From an optimization exercise on the open Yosys and OpenROAD flow, aimed at small area, a short achievable clock period and few clock cycles per item; shortcuts taken in it are not production practice. Function was checked by simulation only, so behaviour that the tests miss may differ from the original. No activity file was given, so power comes from the tool's default toggle rates.

===== design/flow/config.mk =====
export PLATFORM = sky130hd
export DESIGN_NAME = tangram_fma
export DESIGN_NICKNAME = tangram_fma
export VERILOG_FILES = /design/flow/design.v
export SDC_FILE = /design/flow/constraint.sdc
export NUM_CORES = 4
export LEC_CHECK = 0
export CAP_MARGIN = 20
export CORE_MARGIN = 2
export CORE_UTILIZATION = 40
export SLEW_MARGIN = 20

===== design/flow/constraint.sdc =====
create_clock -name core_clock -period 33.0 [get_ports {clk}]
set_input_delay 6.6000 -clock core_clock [delete_from_list [all_inputs] [get_ports {clk}]]
set_output_delay 6.6000 -clock core_clock [all_outputs]
set_load 0.01 [all_outputs]

===== design/flow/design.v =====
module fpu_round (
    input  wire        sign,
    input  wire [8:0]  ebm1,
    input  wire [25:0] n,
    input  wire        st1,      
    input  wire        st0,      
    input  wire [1:0]  rm,       
    input  wire        ftz,
    output reg  [31:0] result,
    output reg  [3:0]  flags     
);
    localparam NX = 4'b0001, UF = 4'b0010, OF = 4'b0100;
    function round_up;
        input       s;
        input [1:0] mode;
        input       lsb, guard, st;
        begin
            case (mode)
                2'd0:    round_up = guard & (st | lsb);
                2'd1:    round_up = 1'b0;
                2'd2:    round_up = s & (guard | st);
                default: round_up = ~s & (guard | st);
            endcase
        end
    endfunction
    wire [23:0] keep  = n[25:2];
    wire        guard = n[1];
    wire        inx   = n[1] | st1;
    wire        inc   = round_up(sign, rm, n[2], n[1], st1);
    wire [32:0] word  = {1'b0, ebm1, 23'd0} + {9'd0, keep} + {32'd0, inc};
    wire        overflow = (word[32:23] >= 10'd255);
    wire        c24  = (&n[24:1]) & round_up(sign, rm, n[1], n[0], st0);
    wire        tiny = !n[25] && !(n[24] && c24);
    always @* begin
        if (overflow) begin
            if (rm == 2'd1 || (rm == 2'd2 && !sign) || (rm == 2'd3 && sign))
                result = {sign, 31'h7F7F_FFFF};
            else
                result = {sign, 31'h7F80_0000};
            flags = OF | NX;
        end else if (tiny && ftz) begin
            result = {sign, 31'd0};
            flags  = UF | NX;
        end else begin
            result = {sign, word[30:0]};
            flags  = inx ? (tiny ? (UF | NX) : NX) : 4'd0;
        end
    end
endmodule
module fpu_unpack (
    input  wire [31:0] x,
    input  wire        ftz,
    output wire        sign,
    output wire [7:0]  exp,      
    output wire [23:0] sig,      
    output wire        is_zero,
    output wire        is_inf,
    output wire        is_nan,
    output wire        is_snan
);
    wire [7:0]  e = x[30:23];
    wire [22:0] f = x[22:0];
    wire        e0 = (e == 8'd0);
    wire        f0 = (f == 23'd0);
    assign sign    = x[31];
    assign is_nan  = (e == 8'hFF) && !f0;
    assign is_snan = is_nan && !f[22];
    assign is_inf  = (e == 8'hFF) && f0;
    assign is_zero = e0 && (f0 || ftz);
    assign exp     = {e[7:1], e[0] | e0};
    assign sig     = {!e0, f};
endmodule
module fma_core (
    input  wire        clk,
    input  wire [31:0] a,
    input  wire [31:0] b,
    input  wire [31:0] c,
    input  wire [1:0]  rm,
    input  wire        ftz,
    output reg  [31:0] result,
    output reg  [3:0]  flags        
);
    wire       sa, sb, sc, za, zb, zc, ia, ib, ic, na, nb, nc, sna, snb, snc;
    wire [7:0] ea, eb, ec;
    wire [23:0] ma, mb, mc0;
    fpu_unpack ua (.x(a), .ftz(ftz), .sign(sa), .exp(ea), .sig(ma), .is_zero(za),
                   .is_inf(ia), .is_nan(na), .is_snan(sna));
    fpu_unpack ub (.x(b), .ftz(ftz), .sign(sb), .exp(eb), .sig(mb), .is_zero(zb),
                   .is_inf(ib), .is_nan(nb), .is_snan(snb));
    fpu_unpack uc (.x(c), .ftz(ftz), .sign(sc), .exp(ec), .sig(mc0), .is_zero(zc),
                   .is_inf(ic), .is_nan(nc), .is_snan(snc));
    wire sp   = sa ^ sb;
    wire zp   = za || zb;
    wire pinf = ia || ib;
    wire        fl = ftz && (a[30:23] == 8'd0 || b[30:23] == 8'd0);
    wire [47:0] ps, pc;
    mul24_cs u_mul (.a(ma), .b(mb & {24{!fl}}), .s(ps), .c(pc));
    wire [23:0] mc = zc ? 24'd0 : mc0;
    wire signed [10:0] shf = $signed({3'd0, ea}) + $signed({3'd0, eb}) - $signed({3'd0, ec})
                           - 11'sd100;
    wire        c_high = zp || shf[10];
    wire [6:0]  sh = c_high ? 7'd0 : ((shf > 11'sd127) ? 7'd127 : shf[6:0]);
    wire [76:0] c_al = {mc, 53'd0} >> sh;
    reg         c_st;
    integer     t;
    always @* begin
        c_st = 1'b0;
        for (t = 0; t < 24; t = t + 1)
            if (sh > 7'd53 + t) c_st = c_st | mc[t];
    end
    wire [8:0]  lexp = c_high ? {1'b0, ec} : ({1'b0, ea} + {1'b0, eb} - 9'd100);
    wire any_nan = na || nb || nc;
    wire inv     = (pinf && zp) || sna || snb || snc || (pinf && ic && (sc != sp));
    wire s_nan   = (pinf && zp) || any_nan || (pinf && ic && (sc != sp));
    wire s_inf   = pinf || ic;
    wire s_zero  = zp && zc;
    wire s_sgn   = pinf ? sp : ic ? sc : (sp == sc) ? sp : (rm == 2'd2);
    reg [47:0] ps1, pc1;
    reg [76:0] c1;
    reg [8:0]  l1;
    reg        sp1, sc1, ftz1, spec1, snan1, sinf1, nv1, ssg1;
    reg [1:0]  rm1;
    always @(posedge clk) begin
        ps1 <= ps; pc1 <= pc;
        c1 <= {c_al[76:1], c_al[0] | c_st};
        l1 <= lexp;
        sp1 <= sp; sc1 <= sc; ftz1 <= ftz; rm1 <= rm;
        spec1 <= s_nan || s_inf || s_zero;
        snan1 <= s_nan; sinf1 <= s_inf; nv1 <= inv; ssg1 <= s_sgn;
    end
    wire        eff_sub = sp1 ^ sc1;
    wire [77:0] cop = {1'b0, c1} ^ {78{eff_sub}};
    wire [77:0] pw0 = {27'd0, ps1, 3'd0};
    wire [77:0] pw1 = {27'd0, pc1, 3'd0};
    wire [77:0] xs  = pw0 ^ pw1 ^ cop;
    wire [77:0] xc  = {((pw0 & pw1) | (pw0 & cop) | (pw1 & cop)), 1'b0};
    wire [77:0] s0, s1;
    add_cmp #(.W(78)) u_add (.x(xs), .y(xc), .s0(s0), .s1(s1));
    wire        neg = eff_sub && s1[77];
    wire [77:0] mag = !eff_sub ? s0 : neg ? ~s0 : s1;
    wire        sgn = neg ? sc1 : sp1;
    reg [77:0] m2;
    reg [8:0]  l2;
    reg        s2, ftz2, spec2, snan2, sinf2, nv2, ssg2;
    reg [1:0]  rm2;
    always @(posedge clk) begin
        m2 <= mag; l2 <= l1; s2 <= sgn; ftz2 <= ftz1; rm2 <= rm1;
        spec2 <= spec1; snan2 <= snan1; sinf2 <= sinf1; nv2 <= nv1; ssg2 <= ssg1;
    end
    wire [6:0]  lz, tz;
    lzc78 u_lzc (.x(m2), .n(lz));
    tzc78 u_tzc (.x(m2), .n(tz));
    wire        mz  = (lz == 7'd78);
    wire        clampd = ({2'd0, lz} > l2);
    wire [6:0]  s   = clampd ? l2[6:0] : lz;
    wire [77:0] h6 = s[6] ? {m2[13:0], 64'd0} : m2;
    wire [77:0] h5 = s[5] ? {h6[45:0], 32'd0} : h6;
    wire [77:0] h4 = s[4] ? {h5[61:0], 16'd0} : h5;
    wire [77:0] h3 = s[3] ? {h4[69:0], 8'd0}  : h4;
    wire [77:0] h2 = s[2] ? {h3[73:0], 4'd0}  : h3;
    wire [77:0] h1 = s[1] ? {h2[75:0], 2'd0}  : h2;
    wire [77:0] h0 = s[0] ? {h1[76:0], 1'd0}  : h1;
    wire [7:0]  lo  = {1'b0, tz} + {1'b0, s};
    wire        st1 = (lo <= 8'd52);
    wire        st0 = (lo <= 8'd51);
    wire [8:0]  ebm1 = l2 - {2'd0, s};
    reg [25:0] n3;
    reg        st0_3, st1_3, s3, ftz3, spec3, snan3, sinf3, nv3, ssg3, mz3;
    reg [8:0]  e3;
    reg [1:0]  rm3;
    always @(posedge clk) begin
        n3 <= h0[77:52]; st0_3 <= st0; st1_3 <= st1;
        e3 <= ebm1; s3 <= s2; ftz3 <= ftz2; rm3 <= rm2; mz3 <= mz;
        spec3 <= spec2; snan3 <= snan2; sinf3 <= sinf2; nv3 <= nv2; ssg3 <= ssg2;
    end
    wire [31:0] r_round;
    wire [3:0]  f_round;
    fpu_round u_round (.sign(s3), .ebm1(e3), .n(n3), .st1(st1_3), .st0(st0_3),
                       .rm(rm3), .ftz(ftz3), .result(r_round), .flags(f_round));
    always @* begin
        result = r_round;
        flags  = f_round;
        if (spec3) begin
            result = snan3 ? 32'h7FC0_0000 : sinf3 ? {ssg3, 31'h7F80_0000} : {ssg3, 31'd0};
            flags  = {nv3, 3'd0};
        end else if (mz3) begin
            result = {rm3 == 2'd2, 31'd0};
            flags  = 4'd0;
        end
    end
endmodule
module mul24_cs (
    input  wire [23:0] a,
    input  wire [23:0] b,
    output wire [47:0] s,
    output wire [47:0] c
);
    function [95:0] csa;
        input [47:0] x, y, z;
        csa = {((x & y) | (x & z) | (y & z)) << 1, x ^ y ^ z};
    endfunction
    reg [47:0] r [0:23];
    integer i;
    always @* for (i = 0; i < 24; i = i + 1)
        r[i] = {24'd0, a & {24{b[i]}}} << i;
    wire [47:0] l1 [0:15];
    genvar g;
    generate for (g = 0; g < 8; g = g + 1) begin : lv1
        assign {l1[2*g+1], l1[2*g]} = csa(r[3*g], r[3*g+1], r[3*g+2]);
    end endgenerate
    wire [47:0] l2 [0:10];
    generate for (g = 0; g < 5; g = g + 1) begin : lv2
        assign {l2[2*g+1], l2[2*g]} = csa(l1[3*g], l1[3*g+1], l1[3*g+2]);
    end endgenerate
    assign l2[10] = l1[15];
    wire [47:0] l3 [0:7];
    generate for (g = 0; g < 3; g = g + 1) begin : lv3
        assign {l3[2*g+1], l3[2*g]} = csa(l2[3*g], l2[3*g+1], l2[3*g+2]);
    end endgenerate
    assign l3[6] = l2[9];
    assign l3[7] = l2[10];
    wire [47:0] l4 [0:5];
    generate for (g = 0; g < 2; g = g + 1) begin : lv4
        assign {l4[2*g+1], l4[2*g]} = csa(l3[3*g], l3[3*g+1], l3[3*g+2]);
    end endgenerate
    assign l4[4] = l3[6];
    assign l4[5] = l3[7];
    wire [47:0] l5 [0:3];
    generate for (g = 0; g < 2; g = g + 1) begin : lv5
        assign {l5[2*g+1], l5[2*g]} = csa(l4[3*g], l4[3*g+1], l4[3*g+2]);
    end endgenerate
    wire [47:0] l6 [0:2];
    assign {l6[1], l6[0]} = csa(l5[0], l5[1], l5[2]);
    assign l6[2] = l5[3];
    assign {c, s} = csa(l6[0], l6[1], l6[2]);
endmodule
module add_cmp #(parameter integer W = 78, parameter integer LV = 7) (
    input  wire [W-1:0] x,
    input  wire [W-1:0] y,
    output wire [W-1:0] s0,
    output wire [W-1:0] s1
);
    wire [W-1:0] g0 = x & y;
    wire [W-1:0] p0 = x ^ y;
    reg  [W-1:0] G [0:LV];
    reg  [W-1:0] P [0:LV];
    integer l, i, j;
    always @* begin
        G[0] = g0;
        P[0] = p0;
        for (l = 0; l < LV; l = l + 1) begin
            for (i = 0; i < W; i = i + 1) begin
                if ((i >> l) & 1) begin
                    j = ((i >> l) << l) - 1;
                    G[l+1][i] = G[l][i] | (P[l][i] & G[l][j]);
                    P[l+1][i] = P[l][i] & P[l][j];
                end else begin
                    G[l+1][i] = G[l][i];
                    P[l+1][i] = P[l][i];
                end
            end
        end
    end
    wire [W-1:0] c0 = {G[LV][W-2:0], 1'b0};
    wire [W-1:0] c1 = {G[LV][W-2:0] | P[LV][W-2:0], 1'b1};
    assign s0 = p0 ^ c0;
    assign s1 = p0 ^ c1;
endmodule
module lzc78 (
    input  wire [77:0] x,
    output wire [6:0]  n
);
    wire [79:0] y = {x, 2'b00};
    reg  [2:0]  gl [0:9];
    reg  [9:0]  gz;
    integer i, k;
    always @* begin
        for (i = 0; i < 10; i = i + 1) begin
            gz[i] = (y[8*i +: 8] == 8'd0);
            gl[i] = 3'd7;
            for (k = 0; k < 8; k = k + 1)
                if (y[8*i + k]) gl[i] = 3'd7 - k[2:0];
        end
    end
    reg [3:0] gi;
    reg [6:0] r;
    always @* begin
        gi = 4'd10;
        for (i = 0; i < 10; i = i + 1)
            if (!gz[i]) gi = 4'd9 - i[3:0];
        case (gi)
            4'd0: r = {4'd0, gl[9]};
            4'd1: r = 7'd8  + {4'd0, gl[8]};
            4'd2: r = 7'd16 + {4'd0, gl[7]};
            4'd3: r = 7'd24 + {4'd0, gl[6]};
            4'd4: r = 7'd32 + {4'd0, gl[5]};
            4'd5: r = 7'd40 + {4'd0, gl[4]};
            4'd6: r = 7'd48 + {4'd0, gl[3]};
            4'd7: r = 7'd56 + {4'd0, gl[2]};
            4'd8: r = 7'd64 + {4'd0, gl[1]};
            4'd9: r = 7'd72 + {4'd0, gl[0]};
            default: r = 7'd78;
        endcase
    end
    assign n = r;
endmodule
module tzc78 (
    input  wire [77:0] x,
    output wire [6:0]  n
);
    wire [79:0] y = {2'b11, x};
    reg  [2:0]  gt [0:9];
    reg  [9:0]  gz;
    integer i, k;
    always @* begin
        for (i = 0; i < 10; i = i + 1) begin
            gz[i] = (y[8*i +: 8] == 8'd0);
            gt[i] = 3'd7;
            for (k = 7; k >= 0; k = k - 1)
                if (y[8*i + k]) gt[i] = k[2:0];
        end
    end
    reg [3:0] gi;
    reg [6:0] r;
    always @* begin
        gi = 4'd9;
        for (i = 9; i >= 0; i = i - 1)
            if (!gz[i]) gi = i[3:0];
        case (gi)
            4'd0: r = {4'd0, gt[0]};
            4'd1: r = 7'd8  + {4'd0, gt[1]};
            4'd2: r = 7'd16 + {4'd0, gt[2]};
            4'd3: r = 7'd24 + {4'd0, gt[3]};
            4'd4: r = 7'd32 + {4'd0, gt[4]};
            4'd5: r = 7'd40 + {4'd0, gt[5]};
            4'd6: r = 7'd48 + {4'd0, gt[6]};
            4'd7: r = 7'd56 + {4'd0, gt[7]};
            4'd8: r = 7'd64 + {4'd0, gt[8]};
            default: r = 7'd72 + {4'd0, gt[9]};
        endcase
    end
    assign n = r;
endmodule
module tangram_fma (
    input  wire        clk,
    input  wire        rst,         
    input  wire        in_valid,
    output reg         in_ready,
    input  wire [31:0] in_a,
    input  wire [31:0] in_b,
    input  wire [31:0] in_c,
    input  wire [1:0]  in_frm,      
    input  wire        in_ftz,
    output reg         out_valid,
    input  wire        out_ready,
    output reg  [31:0] out_result,
    output reg  [3:0]  out_flags    
);
    localparam integer LAT = 4;             
    localparam integer QN  = LAT + 1;       
    reg        v_in;
    reg [31:0] a_r, b_r, c_r;
    reg [1:0]  rm_r;
    reg        ftz_r;
    wire       acc = in_valid && in_ready;
    always @(posedge clk) begin
        v_in  <= !rst && acc;
        a_r   <= in_a;
        b_r   <= in_b;
        c_r   <= in_c;
        rm_r  <= in_frm;
        ftz_r <= in_ftz;
    end
    wire [31:0] res;
    wire [3:0]  flg;
    fma_core u_fma (.clk(clk), .a(a_r), .b(b_r), .c(c_r), .rm(rm_r), .ftz(ftz_r),
                    .result(res), .flags(flg));
    reg [LAT-2:0] v_pipe;
    always @(posedge clk)
        if (rst) v_pipe <= {(LAT-1){1'b0}};
        else     v_pipe <= {v_pipe[LAT-3:0], v_in};
    wire pv = v_pipe[LAT-2];      
    reg [35:0] q [0:QN-1];
    reg [2:0]  rp, wp;
    reg        q_empty;
    wire [2:0] rp_n = (rp == QN-1) ? 3'd0 : rp + 3'd1;
    wire [2:0] wp_n = (wp == QN-1) ? 3'd0 : wp + 3'd1;
    wire       push_f = pv && !q_empty;
    wire       push_h = pv;
    wire       pop_f  = !q_empty;
    always @(posedge clk) begin
        if (pv) q[wp] <= {res, flg};
        if (!out_valid || out_ready)
            {out_result, out_flags} <= !q_empty ? q[rp] : {res, flg};
    end
    always @(posedge clk) begin
        if (rst) begin
            out_valid <= 1'b0;
            rp <= 3'd0; wp <= 3'd0; q_empty <= 1'b1;
        end else if (!out_valid || out_ready) begin
            out_valid <= !q_empty || pv;
            if (pop_f)  rp <= rp_n;
            if (push_f) wp <= wp_n;
            q_empty <= push_f ? 1'b0 : pop_f ? (rp_n == wp) : q_empty;
        end else begin
            if (push_h) wp <= wp_n;
            q_empty <= q_empty && !push_h;
        end
    end
    reg  [3:0] nout;
    wire       take = out_valid && out_ready;
    wire [3:0] n_up = nout + 4'd1;
    wire [3:0] n_dn = nout - 4'd1;
    wire       r_up = (nout <= QN - 1);
    wire       r_eq = (nout <= QN);
    wire       r_dn = (nout <= QN + 1);
    always @(posedge clk)
        if (rst) begin
            nout     <= 4'd0;
            in_ready <= 1'b1;
        end else begin
            case ({acc, take})
                2'b10:   begin nout <= n_up; in_ready <= r_up; end
                2'b01:   begin nout <= n_dn; in_ready <= r_dn; end
                default: begin nout <= nout; in_ready <= r_eq; end
            endcase
        end
endmodule

===== design/flow/run.sh =====
#!/bin/bash
# synth_recipe.tcl (not shown) runs the flow's synth.tcl, then flattens the netlist and writes it again
# the make line also repeats each setting of config.mk as NAME=value (left out here)
make -C /OpenROAD-flow-scripts/flow DESIGN_CONFIG=/design/flow/config.mk WORK_HOME=/design/flow/orfs CLKGATE_MAP_FILE= SYNTH_SCRIPT=/design/flow/synth_recipe.tcl finish

==> summary.txt <==
synth_stat cells (all sizes together), types with 49 or more instances:
| library cell | number | share of area |
|---|---|---|
| nand3 | 92 | 0.0089 |
| fa | 543 | 0.21 |
| a21oi | 223 | 0.022 |
| xnor2 | 126 | 0.021 |
| o21ai | 200 | 0.020 |
| dfxtp | 446 | 0.17 |
| nor2 | 302 | 0.022 |
| inv | 742 | 0.054 |
| a211oi | 69 | 0.010 |
| clkbuf | 257 | 0.019 |
| nand2 | 338 | 0.025 |
| nor3 | 88 | 0.0088 |
| and2 | 55 | 0.0067 |
| edfxtp | 216 | 0.13 |
| o22ai | 66 | 0.0080 |
| ha | 227 | 0.055 |
| xor2 | 50 | 0.0085 |
| mux2i | 129 | 0.025 |
| nor2b | 49 | 0.0059 |
| and3 | 452 | 0.055 |
flip-flops by register name (all words and copies together), names as in the netlist, 3 cells and up, named ones only:
name and cells:
a_r 32, b_r 32, c_r 32, nout 4
out_flags 4, out_result 32, q 180, rp 3
u_fma.c1 77, u_fma.e3 9, u_fma.l1 9, u_fma.l2 9
u_fma.m2 78, u_fma.n3 26, u_fma.pc1 40, u_fma.ps1 48
v_pipe 3, wp 3
worst max path at each step:
stage,from,endpoint,cells after the start
after floorplan,out_ready,wp[2],7
after global placement,out_ready,nout[3],9
after detailed placement,out_ready,nout[3],9
after CTS,out_result[27],out_result[27],1
after global routing,a_r[25],u_fma.ps1[27],16
final,out_result[27],out_result[27],1
layout make-up:
class,count,area [um2]
Antenna cell,1,2.50
Clock buffer,97,2170
Clock inverter,45,532
Fill cell,12200,70500
Inverter,742,2790
Multi-Input combinational cell,3655,32400
Sequential cell,662,15400
Tap cell,1662,2080
Timing Repair Buffer,219,2030
power by group through the flow:
stage | Combinational [uW] | Sequential, uW | Clock [uW]
6_report | 4040 | 1330 | 904
5_1_grt | 4550 | 1340 | 959
4_1_cts | 4030 | 1330 | 930
3_5_place_dp | 4010 | 1340 | 0
3_3_place_gp | 3960 | 1340 | 0
2_1_floorplan | 2950 | 1260 | 0
cells in the final DEF (no fill, tap or decap), types with 180 or more instances in the layout:
cell type	instances
a21oi_1	215
and3_1	452
dfxtp_1	439
edfxtp_1	216
fa_1	543
ha_1	227
inv_1	739
nand2_1	336
nor2_1	296
o21ai_0	180
layer usage:
metal / up-vias / global-route usage / share of wire / routed length [um]
met2: 1416 / 0.386 / 0.47 / 72900
met1: 20000 / 0.314 / 0.43 / 66500
met5: - / 0 / 0.00012 / 19
met3: 290 / 0.0329 / 0.059 / 9100
met4: 2 / 0.0864 / 0.039 / 6050
li1: 18300 / - / - / -
per-stage QoR:
step	hold slack (ps)	total power, uW	util
6_report	322	6270	0.449
3_3_place_gp	314	5300	0.427
4_1_cts	322	6290	0.449
5_1_grt	332	6850	0.449
3_5_place_dp	313	5350	0.427
2_1_floorplan	310	4200	-
cells by family after synthesis:
logic type | Yosys count
compound gates | 930
xor+xnor | 176
fa+ha+maj | 770
buf+inv | 1047
flops | 662
mux | 207
simple gates | 1572
==> summary.txt <==
Run status
  • Status: finished clean

Routing
  • Remaining antenna violation count after routing: 0
  • Pre-antenna DRT Iters: 6
  • Via count: 40100
  • # DRC: 0
  • Detailed Route WL: 155 mm
  • Initial DRC count: 3731
  • Routed vias/inst: 5.66
  • Avg WL per Cell: 21.8 um

Synth
  • Synth Area in Compound Gates: 0.120
  • Net count after synthesis: 6237
  • Largest family of logic cells by synthesized area: adder cells
  • Synth cell types: 112
  • Synth Cell Area: 0.0517 mm2
  • #FFs+latches synth: 662
  • Async S/R FF share, synth: 0
  • Number of synthesized flops with an enable pin: 216
  • Post-synthesis xor/xnor area fraction: 0.0298
  • Ys flop type: dfxtp_1
  • Synth Area in Simple Gates: 0.159
  • Adder-cell share of the synthesized area: 0.265
  • Mux contribution to synthesized area: 0.0499
  • Avg Inst Size Synth: 9.64 um2
  • Mapped Cells: 5364
  • Post-synthesis sequential area ratio: 0.298
  • Yosys warnings: 12

STA
  • Max-slew violation count: 0
  • Slew margin rel.: 0.200
  • Post-route setup slack: 24830 ps
  • Period utilization: 0.248
  • Max Clk Rate: 122 MHz
  • Final hold viol count: 0
  • Final Skew: 33.5 ps
  • Worst-margin pin slew: 1200 ps
  • Final setup TNS: 0 ps
  • Final Setup Violations: 0
  • RSZ-0062 raised after global routing: no
  • Post-route minimum period: 8170 ps

Worst setup path
  • Buf+Inv Stages, Crit Path: 1
  • Worst Path Max Fanout: 1
  • Startpoint class of the critical path: flip-flop
  • Reg2reg end: u_fma.ps1[28]
  • R2r startpoint: a_r[25]
  • CP Data Arrival Time: 1570 ps
  • CP max stage cell: clkdlybuf4s50_1
  • Delay-heaviest family, CP: buffers and inverters
  • Setup Crit Path Kind: flip-flop to output port
  • Endpoint type of the worst setup path: output port
  • R2r worst-path depth: 16
  • Worst path cell trace: clkdlybuf4s50_1
  • Slowest stage delay, CP: 540 ps
  • Critical Path RT: 26400 ps
  • Setup slack, reg-to-reg: 25120 ps

Power
  • Leakage: 0.0252 uW
  • Pwr/cell area: 109 mW/mm2
  • Reg power frac: 0.212
  • Clock network power share: 0.144
  • Net Sw Power: 2980 uW
  • Gate power share: 0.644
  • Worst IR drop on VDD: 0.0687 mV
  • Switching Fraction: 0.474
  • Pint: 3300 uW

CTS
  • CTS Buf Count: 79
  • Bufs on Longest Clock Path: 3
  • CTS HTree Levels: 3
  • CTS tree: yes
  • Setup bufs post-CTS: 0
  • CTS Hold Bufs: 0
  • Clock root buffer: clkbuf_16
  • Clk slew on worst S/H paths: 60 ps
  • Clock Sinks: 662
  • Worst skew pair latency: 690 ps
  • Post-cts gate resize count: 0

Run
  • Max Cap Viol: 0

Global routing
  • GRT overflow: 0
  • Largest net degree at the start of global routing: 223
  • Initial antenna violation count: 3
  • First-pass GRT wire length: 240 mm
  • Vias in the first global route: 40200
  • Total GRT Usage: 0.234

Cells and area
  • Layout cells sized above 1: 0.0720
  • Finished Cell Area: 0.0574 mm2
  • Final Non-Filler Cells: 7083
  • Final Net Count: 6232
  • P&R area growth vs syn: 11.0%

Min path
  • Hold Path Sink: u_fma.rm3[0]
  • Tightest Hold Check Type: flip-flop to flip-flop
  • HP Start: u_fma.rm2[0]
  • Hold depth: 0

Placed design
  • Placed Area: 0.0547 mm2
  • Gpl congestion: 0.975
  • Setup WS pre-CTS: 24330 ps
  • Dpl hpwl: 114 mm
  • Cell count after placement: 6939
  • Port bufs: 140

Floorplan
  • IO Pins: 141
  • Die Y: 363 um
  • Row count: 131
  • Initial Utilization: 0.404
  • Die Wd: 363 um
  • Core area: 0.128 mm2
  • Die area: 0.132 mm2
Testbench counts, summed over its fixed seeds: cycles 16,040, items 16,000.

[static timing again, ports no longer ideal]
How much do the figures lean on ideal ports? The routed layout below was timed once more, with nothing changed but the port constraints.
Step 1 (the two cells are an assumption about what drives the block):
set clk [get_ports {clk}]
set_driving_cell -lib_cell sky130_fd_sc_hd__clkbuf_16 $clk
set_driving_cell -lib_cell sky130_fd_sc_hd__buf_2 [delete_from_list [all_inputs] $clk]
Step 2 also shifts input and output timing later by t, the mid clock arrival at the registers, as if the neighbouring blocks saw the same clock.
a / b / c = no drivers / after step 1 / after step 2; a / b = the first two.
t, ns: 0.751
slack for setup (ns): 24.831 / 24.758 / 24.303
pins driven straight from the clock port: 1
After both steps this run still meets setup and hold. The setup slack of this run moves by -0.073 ns with the drivers and by -0.528 ns with both steps.
